Source: an optimization exercise on an open RTL-to-GDS flow (aim: small area). Production flows keep margins and buffers that such runs may drop.
Where RTL was checked, it was by simulation tests only, not by an equivalence proof against the original.
No activity file was given, so power comes from the tool's default toggle rates.

==> run a: inputs <==
## mod_decim
module mod_decim (
    input  wire        clk,
    input  wire        rst_n,         
    input  wire        en,            
    input  wire [2:0]  cfg_k,         
    input  wire [8:0]  cfg_d,         
    input  wire        cfg_fir,       
    input  wire [15:0] trim_gain,     
    input  wire [15:0] trim_offset,   
    input  wire        tap_we,        
    input  wire [3:0]  tap_addr,
    input  wire [15:0] tap_wdata,     
    input  wire        code_valid,
    input  wire [3:0]  code,
    output wire        smp_valid,
    output wire [23:0] smp_value,
    output wire [1:0]  smp_qual,
    output wire [15:0] smp_seq
);
make LEC_CHECK=0 CAP_MARGIN=20 CORE_MARGIN=2 CORE_UTILIZATION=50 CTS_BUF_LIST=sky130_fd_sc_hd__clkbuf_8 CTS_CLUSTER_DIAMETER=60 CTS_CLUSTER_SIZE=15 PLACE_DENSITY=0.6 SLEW_MARGIN=20 SYNTH_HIERARCHICAL=1 SYNTH_MINIMUM_KEEP_SIZE=0 finish   # period 24.0 ns
run.sh (not shown) runs the stock make flow with config.mk's settings and CLKGATE_MAP_FILE= SYNTH_SCRIPT=/design/flow/synth_recipe.tcl, a recipe that flattens the netlist after the stock synthesis.
==> run b (differences from run a) <==
--- a/flow/config.mk
+++ b/flow/config.mk
@@ -9,7 +9,7 @@
 export CORE_MARGIN = 2
 export CORE_UTILIZATION = 50
-export CTS_BUF_LIST = sky130_fd_sc_hd__clkbuf_8
-export CTS_CLUSTER_DIAMETER = 60
-export CTS_CLUSTER_SIZE = 15
+export CTS_BUF_LIST = sky130_fd_sc_hd__clkbuf_16
+export CTS_CLUSTER_DIAMETER = 100
+export CTS_CLUSTER_SIZE = 30
 export PLACE_DENSITY = 0.6
 export SLEW_MARGIN = 20
==> comparison <==
- Between run a and run b, the lower clock skew is in run b (gap 0.015 ns).
- Of run a and run b, run a has the higher design area (gap about 0.55%, measured against run b).
- Register-to-register slack: run a is worse than run b (0.05 ns).
- Non-clock buffer count is the same in run b and run a.
- Of run b and run a, run b has the higher first-iteration DRC count (gap 2.6%, measured against run a).
- In area after synthesis, run b and run a do not differ.
- Core utilization: run a is higher than run b (0.29 points).
==> figures <==
Run status: run a timing/DRC/antenna clean; run b timing/DRC/antenna clean
Post-layout net count: run a 10200; run b 10100
Met1 GRT Util: run a 0.445; run b 0.443
Clock tree root driver cell: run a sky130_fd_sc_hd__clkbuf_8; run b sky130_fd_sc_hd__clkbuf_16
Worst Min Path Start: run a ring[9][23]$_DFFE_PP_; run b ring[5][19]$_DFFE_PP_
Combined global-route utilization of all metal layers: run a 0.343; run b 0.342
Total clock network power: run a 1.33 mW; run b 1.16 mW
Initial antenna violation count: run a 16; run b 13
Count of clock buffers in the final design: run a 115; run b 53
End of the worst hold path: run a ring[13][23]$_DFFE_PP_; run b ring[9][19]$_DFFE_PP_
Reg-to-reg startpoint: run a shf[2]$_SDFFE_PN0P_; run b shf[3]$_SDFFE_PN0P_
Met1 WL: run a 133 mm; run b 131 mm
Power consumption: run a 6.94 mW; run b 6.76 mW
Power density over the cells: run a 65.4 mW/mm2; run b 64.1 mW/mm2
Slowest stage delay, CP: run a 0.71 ns; run b 0.70 ns
Core utilization of the finished layout: run a 0.536; run b 0.533
No functional check of the RTL was part of any run of this note.

* * *

==> exp/amber: inputs <==
mod_decim, a different RTL version from the one above (not shown whole).
clock: 24.0 ns
lec_check: 0
cap_margin: 5
core_margin: 2
core_utilization: 65
cts_buf_list: sky130_fd_sc_hd__clkbuf_16
cts_cluster_diameter: 100
cts_cluster_size: 24
place_density: 0.8
slew_margin: 5
synth_hierarchical: 1
synth_minimum_keep_size: 0
==> exp/tundra: changes against exp/amber <==
--- a/flow/design.v
+++ b/flow/design.v
@@ -42,36 +42,35 @@
     reg [8:0]  dq;                    
     reg [23:0] ring [0:14];           
     reg [43:0] facc;                  
     wire [31:0] rem = facc[31:0];
     reg        s1;                    
     reg [4:0]  nsamp;                 
     reg [15:0] scount;                
     localparam [2:0] ST_LOAD = 3'd0, ST_POW = 3'd1, ST_NORM = 3'd2, ST_DIV = 3'd3, ST_DONE = 3'd4, ST_CLR = 3'd5;
-    wire [4:0]  x5 = {~code_q[3], code_q[2:0], 1'b1};           
+    wire [4:0]  x5 = cv_q ? {~code_q[3], code_q[2:0], 1'b1} : 5'd0;    
     wire [36:0] xs = {{32{x5[4]}}, x5} << shf;
     wire [36:0] i4g = wstart ? 37'd0 : i4;       
     wire        dclr = (st == ST_CLR);
-    wire [36:0] c1  = dclr ? 37'd0 : i4;
+    wire [36:0] c1  = i4;
     wire        sfb   = v4 | v5 | v6;
     wire        slast = v6;
     wire        sinit = (st == ST_LOAD);
     wire        normd = ap[32] | (ap[31] & (|ap[30:0]));
     wire [48:0] rgx   = {2'b00, rg, 1'b0};
-    reg  [12:0] swin;
-    always @* begin
-        swin = 13'd0;
-        if (v3) swin = rgx[12:0];
-        if (v4) swin = rgx[24:12];
-        if (v5) swin = rgx[36:24];
-        if (v6) swin = rgx[48:36];
-        if (st == ST_POW) swin = {3'b000, dq, 1'b0};
-        if (st == ST_NORM) swin = {12'd2, 1'b0};
-    end
+    wire [12:0] swin_rg;
+    genvar gw;
+    generate for (gw = 0; gw < 13; gw = gw + 1) begin : g_swin
+        md_ao4 u_w (.a(rgx[gw]), .b(rgx[12 + gw]), .c(rgx[24 + gw]), .d(rgx[36 + gw]),
+                    .sa(v3), .sb(v4), .sc(v5), .sd(v6), .y(swin_rg[gw]));
+    end endgenerate
+    wire        s_pow  = (st == ST_POW);
+    wire        s_norm = (st == ST_NORM);
+    wire [12:0] swin = swin_rg | ({13{s_pow}} & {3'b000, dq, 1'b0}) | {10'd0, s_norm, 2'b00};
     wire        dge;
     wire        dw = (cnt[1:0] == 2'd0);
     wire [20:0] hg = hq ? {~trim_gain[15], {5{trim_gain[15]}}, trim_gain[14:0]} : 21'd0;
     wire        ffb = ~v4;
     wire        fc0 = v4;
     wire [47:0] tq  = sacc;
     wire        ysat = ~((&tq[47:44]) | ~(|tq[47:44]));
     wire [23:0] yn  = ysat ? {tq[47], {23{~tq[47]}}} : tq[44:21];
@@ -6491,45 +6490,52 @@
             i1 <= 37'd0; i2 <= 37'd0; i3 <= 37'd0;
             wstart <= 1'b1;
         end else if (cv_q) begin
             wstart <= bnd1;
             if (kk == 3'd4) i1 <= i1n;
             if (kk >= 3'd3) i2 <= i2n;
             if (kk >= 3'd2) i3 <= i3n;
             i4 <= i4n;
+        end else if (dclr) begin
+            i4 <= i4n;                        
         end
     end
     always @(posedge clk) begin
         if (v2 | dclr) begin
             if (dclr | (kk >= 3'd2)) d2 <= c1;
             if (dclr | (kk >= 3'd3)) d3 <= c2;
             if (dclr | (kk == 3'd4)) d4 <= c3;
         end
     end
     wire setup_mul = (st == ST_LOAD) | (st == ST_POW) | ((st == ST_NORM) & ~normd);
+    wire ap_s = run & setup_mul;
+    wire ap_h = ~v2 & ~ap_s;
+    wire [36:0] ap_d;
+    generate for (gw = 0; gw < 37; gw = gw + 1) begin : g_ap
+        md_ao3 u_a (.a(c4[gw]), .b(ssum[gw]), .c(ap[gw]), .sa(v2), .sb(ap_s), .sc(ap_h), .y(ap_d[gw]));
+    end endgenerate
     always @(posedge clk) begin
-        if (v2) ap <= c4;
-        else if (run & setup_mul) ap <= ssum[36:0];
+        ap   <= ap_d;
         sacc <= ssum;
     end
     always @(posedge clk) begin
         hv <= run & (st == ST_DIV);
         hq <= dge;
         if (run & hv) rg <= rgn;
         if (!run) begin
             st  <= ST_CLR;
-            cnt <= 5'd3;
+            cnt <= 5'd4;
             shf <= 5'd0;
             rg  <= 46'd0;
         end else begin
             case (st)
                 ST_CLR: begin
                     cnt <= cnt - 5'd1;
-                    if (cnt[1:0] == 2'd0) st <= ST_LOAD;
+                    if (cnt[2:0] == 3'd0) st <= ST_LOAD;
                 end
                 ST_LOAD: begin
                     cnt <= {3'd0, kk[1:0] - 2'd1};
                     st  <= ST_POW;
                 end
                 ST_POW: begin
                     cnt <= cnt - 5'd1;
                     if (cnt == 5'd0) st <= ST_NORM;
@@ -6596,12 +6602,15 @@
     assign p = ~(n ^ g);
 endmodule
 module md_bxn (input n, input g, output p);
     assign p = n ^ g;
 endmodule
 module md_ao4 (input a, input b, input c, input d, input sa, input sb, input sc, input sd, output y);
     assign y = (a & sa) | (b & sb) | (c & sc) | (d & sd);
 endmodule
+module md_ao3 (input a, input b, input c, input sa, input sb, input sc, output y);
+    assign y = (a & sa) | (b & sb) | (c & sc);
+endmodule
 module md_ha (input a, input b, output s, output co);
     assign s  = a ^ b;
     assign co = a & b;
 endmodule
- CAP_MARGIN: 5 -> 10
- CORE_UTILIZATION: 65 -> 60
- CTS_BUF_LIST: sky130_fd_sc_hd__clkbuf_16 -> sky130_fd_sc_hd__clkbuf_8
- CTS_CLUSTER_DIAMETER: 100 -> 80
- CTS_CLUSTER_SIZE: 24 -> 16
- PLACE_DENSITY: 0.8 -> 0.75
- SLEW_MARGIN: 5 -> 10
==> exp/harbor: changes against exp/amber <==
--- a/flow/design.v
+++ b/flow/design.v
@@ -42,36 +42,35 @@
     reg [8:0]  dq;                    
     reg [23:0] ring [0:14];           
     reg [43:0] facc;                  
     wire [31:0] rem = facc[31:0];
     reg        s1;                    
     reg [4:0]  nsamp;                 
     reg [15:0] scount;                
     localparam [2:0] ST_LOAD = 3'd0, ST_POW = 3'd1, ST_NORM = 3'd2, ST_DIV = 3'd3, ST_DONE = 3'd4, ST_CLR = 3'd5;
-    wire [4:0]  x5 = {~code_q[3], code_q[2:0], 1'b1};           
+    wire [4:0]  x5 = cv_q ? {~code_q[3], code_q[2:0], 1'b1} : 5'd0;    
     wire [36:0] xs = {{32{x5[4]}}, x5} << shf;
     wire [36:0] i4g = wstart ? 37'd0 : i4;       
     wire        dclr = (st == ST_CLR);
-    wire [36:0] c1  = dclr ? 37'd0 : i4;
+    wire [36:0] c1  = i4;
     wire        sfb   = v4 | v5 | v6;
     wire        slast = v6;
     wire        sinit = (st == ST_LOAD);
     wire        normd = ap[32] | (ap[31] & (|ap[30:0]));
     wire [48:0] rgx   = {2'b00, rg, 1'b0};
-    reg  [12:0] swin;
-    always @* begin
-        swin = 13'd0;
-        if (v3) swin = rgx[12:0];
-        if (v4) swin = rgx[24:12];
-        if (v5) swin = rgx[36:24];
-        if (v6) swin = rgx[48:36];
-        if (st == ST_POW) swin = {3'b000, dq, 1'b0};
-        if (st == ST_NORM) swin = {12'd2, 1'b0};
-    end
+    wire [12:0] swin_rg;
+    genvar gw;
+    generate for (gw = 0; gw < 13; gw = gw + 1) begin : g_swin
+        md_ao4 u_w (.a(rgx[gw]), .b(rgx[12 + gw]), .c(rgx[24 + gw]), .d(rgx[36 + gw]),
+                    .sa(v3), .sb(v4), .sc(v5), .sd(v6), .y(swin_rg[gw]));
+    end endgenerate
+    wire        s_pow  = (st == ST_POW);
+    wire        s_norm = (st == ST_NORM);
+    wire [12:0] swin = swin_rg | ({13{s_pow}} & {3'b000, dq, 1'b0}) | {10'd0, s_norm, 2'b00};
     wire        dge;
     wire        dw = (cnt[1:0] == 2'd0);
     wire [20:0] hg = hq ? {~trim_gain[15], {5{trim_gain[15]}}, trim_gain[14:0]} : 21'd0;
     wire        ffb = ~v4;
     wire        fc0 = v4;
     wire [47:0] tq  = sacc;
     wire        ysat = ~((&tq[47:44]) | ~(|tq[47:44]));
     wire [23:0] yn  = ysat ? {tq[47], {23{~tq[47]}}} : tq[44:21];
@@ -6491,45 +6490,52 @@
             i1 <= 37'd0; i2 <= 37'd0; i3 <= 37'd0;
             wstart <= 1'b1;
         end else if (cv_q) begin
             wstart <= bnd1;
             if (kk == 3'd4) i1 <= i1n;
             if (kk >= 3'd3) i2 <= i2n;
             if (kk >= 3'd2) i3 <= i3n;
             i4 <= i4n;
+        end else if (dclr) begin
+            i4 <= i4n;                        
         end
     end
     always @(posedge clk) begin
         if (v2 | dclr) begin
             if (dclr | (kk >= 3'd2)) d2 <= c1;
             if (dclr | (kk >= 3'd3)) d3 <= c2;
             if (dclr | (kk == 3'd4)) d4 <= c3;
         end
     end
     wire setup_mul = (st == ST_LOAD) | (st == ST_POW) | ((st == ST_NORM) & ~normd);
+    wire ap_s = run & setup_mul;
+    wire ap_h = ~v2 & ~ap_s;
+    wire [36:0] ap_d;
+    generate for (gw = 0; gw < 37; gw = gw + 1) begin : g_ap
+        md_ao3 u_a (.a(c4[gw]), .b(ssum[gw]), .c(ap[gw]), .sa(v2), .sb(ap_s), .sc(ap_h), .y(ap_d[gw]));
+    end endgenerate
     always @(posedge clk) begin
-        if (v2) ap <= c4;
-        else if (run & setup_mul) ap <= ssum[36:0];
+        ap   <= ap_d;
         sacc <= ssum;
     end
     always @(posedge clk) begin
         hv <= run & (st == ST_DIV);
         hq <= dge;
         if (run & hv) rg <= rgn;
         if (!run) begin
             st  <= ST_CLR;
-            cnt <= 5'd3;
+            cnt <= 5'd4;
             shf <= 5'd0;
             rg  <= 46'd0;
         end else begin
             case (st)
                 ST_CLR: begin
                     cnt <= cnt - 5'd1;
-                    if (cnt[1:0] == 2'd0) st <= ST_LOAD;
+                    if (cnt[2:0] == 3'd0) st <= ST_LOAD;
                 end
                 ST_LOAD: begin
                     cnt <= {3'd0, kk[1:0] - 2'd1};
                     st  <= ST_POW;
                 end
                 ST_POW: begin
                     cnt <= cnt - 5'd1;
                     if (cnt == 5'd0) st <= ST_NORM;
@@ -6596,12 +6602,15 @@
     assign p = ~(n ^ g);
 endmodule
 module md_bxn (input n, input g, output p);
     assign p = n ^ g;
 endmodule
 module md_ao4 (input a, input b, input c, input d, input sa, input sb, input sc, input sd, output y);
     assign y = (a & sa) | (b & sb) | (c & sc) | (d & sd);
 endmodule
+module md_ao3 (input a, input b, input c, input sa, input sb, input sc, output y);
+    assign y = (a & sa) | (b & sb) | (c & sc);
+endmodule
 module md_ha (input a, input b, output s, output co);
     assign s  = a ^ b;
     assign co = a & b;
 endmodule
- CAP_MARGIN: 5 -> 10
- CTS_CLUSTER_SIZE: 24 -> 28
- SLEW_MARGIN: 5 -> 10
==> notes.md <==
Multi-In Gates about 5500; FF-to-FF setup slack 5.95 ns; htree depth 2; Synth Area in Compound Gates 12.5%; metal1 wirelength 92000 µm; Clock Power 1.02 mW; pre-CTS setup slack ~5.6 ns; outcome complete, no violations
That was exp/harbor.
==> notes.md <==
outcome complete, no violations; WL final between 200000 and 300000 µm; fraction of area in registers 31.0%; Synth Area in Compound Gates 12.5%; Clock Power 1.09 mW; GR Layer Usage met2 51.9%; pre-CTS setup slack 5.50 ns; multi-input gate share of the layout cell area 60.2%; htree depth 3; Multi-In Gates about 5500; combinational power share 38.1%; minimum clock period 17.84 ns; FF-to-FF setup slack approximately 6.2 ns; CP max FO 34
That was exp/tundra.
==> notes.md <==
Clock Power 1.09 mW; Multi-In Gates 5580; Hold EP ring[12][1]; Worst R2R Start shf[0]; pre-CTS setup slack 5.71 ns; outcome complete, no violations; post-synth top area share 30.2%; reg2reg path depth 43
That was exp/amber.

-- static timing again, ports no longer ideal --
No port has a modelled driver above. Below, the same layouts with a new extraction and two added sets of constraints.
Step 1 sets driving cells, clkbuf_16 on the clock port and buf_2 on the other inputs (assumed; they add their load-dependent delay and slew).
Step 2 also shifts input and output timing later by t, the mid clock arrival at the registers, as if the neighbouring blocks saw the same clock.
Three values: no drivers, after step 1, after step 2; two values: the first two.
run | shift t [ns] | setup WS [ns] | worst setup path after step 2 | worst register clock-pin slew, ns
run a | 1.001 | 5.516 / 5.581 / 4.580 | input to register | 0.10 / 0.10
run b | 0.840 | 5.317 / 5.386 / 4.546 | input to register | 0.12 / 0.12
exp/amber | 0.787 | 6.119 / 6.119 / 5.733 | input to register | 0.11 / 0.11
exp/tundra | 0.934 | 6.163 / 6.163 / 5.593 | input to register | 0.11 / 0.11
exp/harbor | 0.788 | 5.948 / 5.948 / 5.712 | input to register | 0.12 / 0.12
After both steps setup and hold are still met in every run listed. The setup slack of run a, which loses most, moves by +0.065 ns with the drivers and by -0.936 ns with both steps.
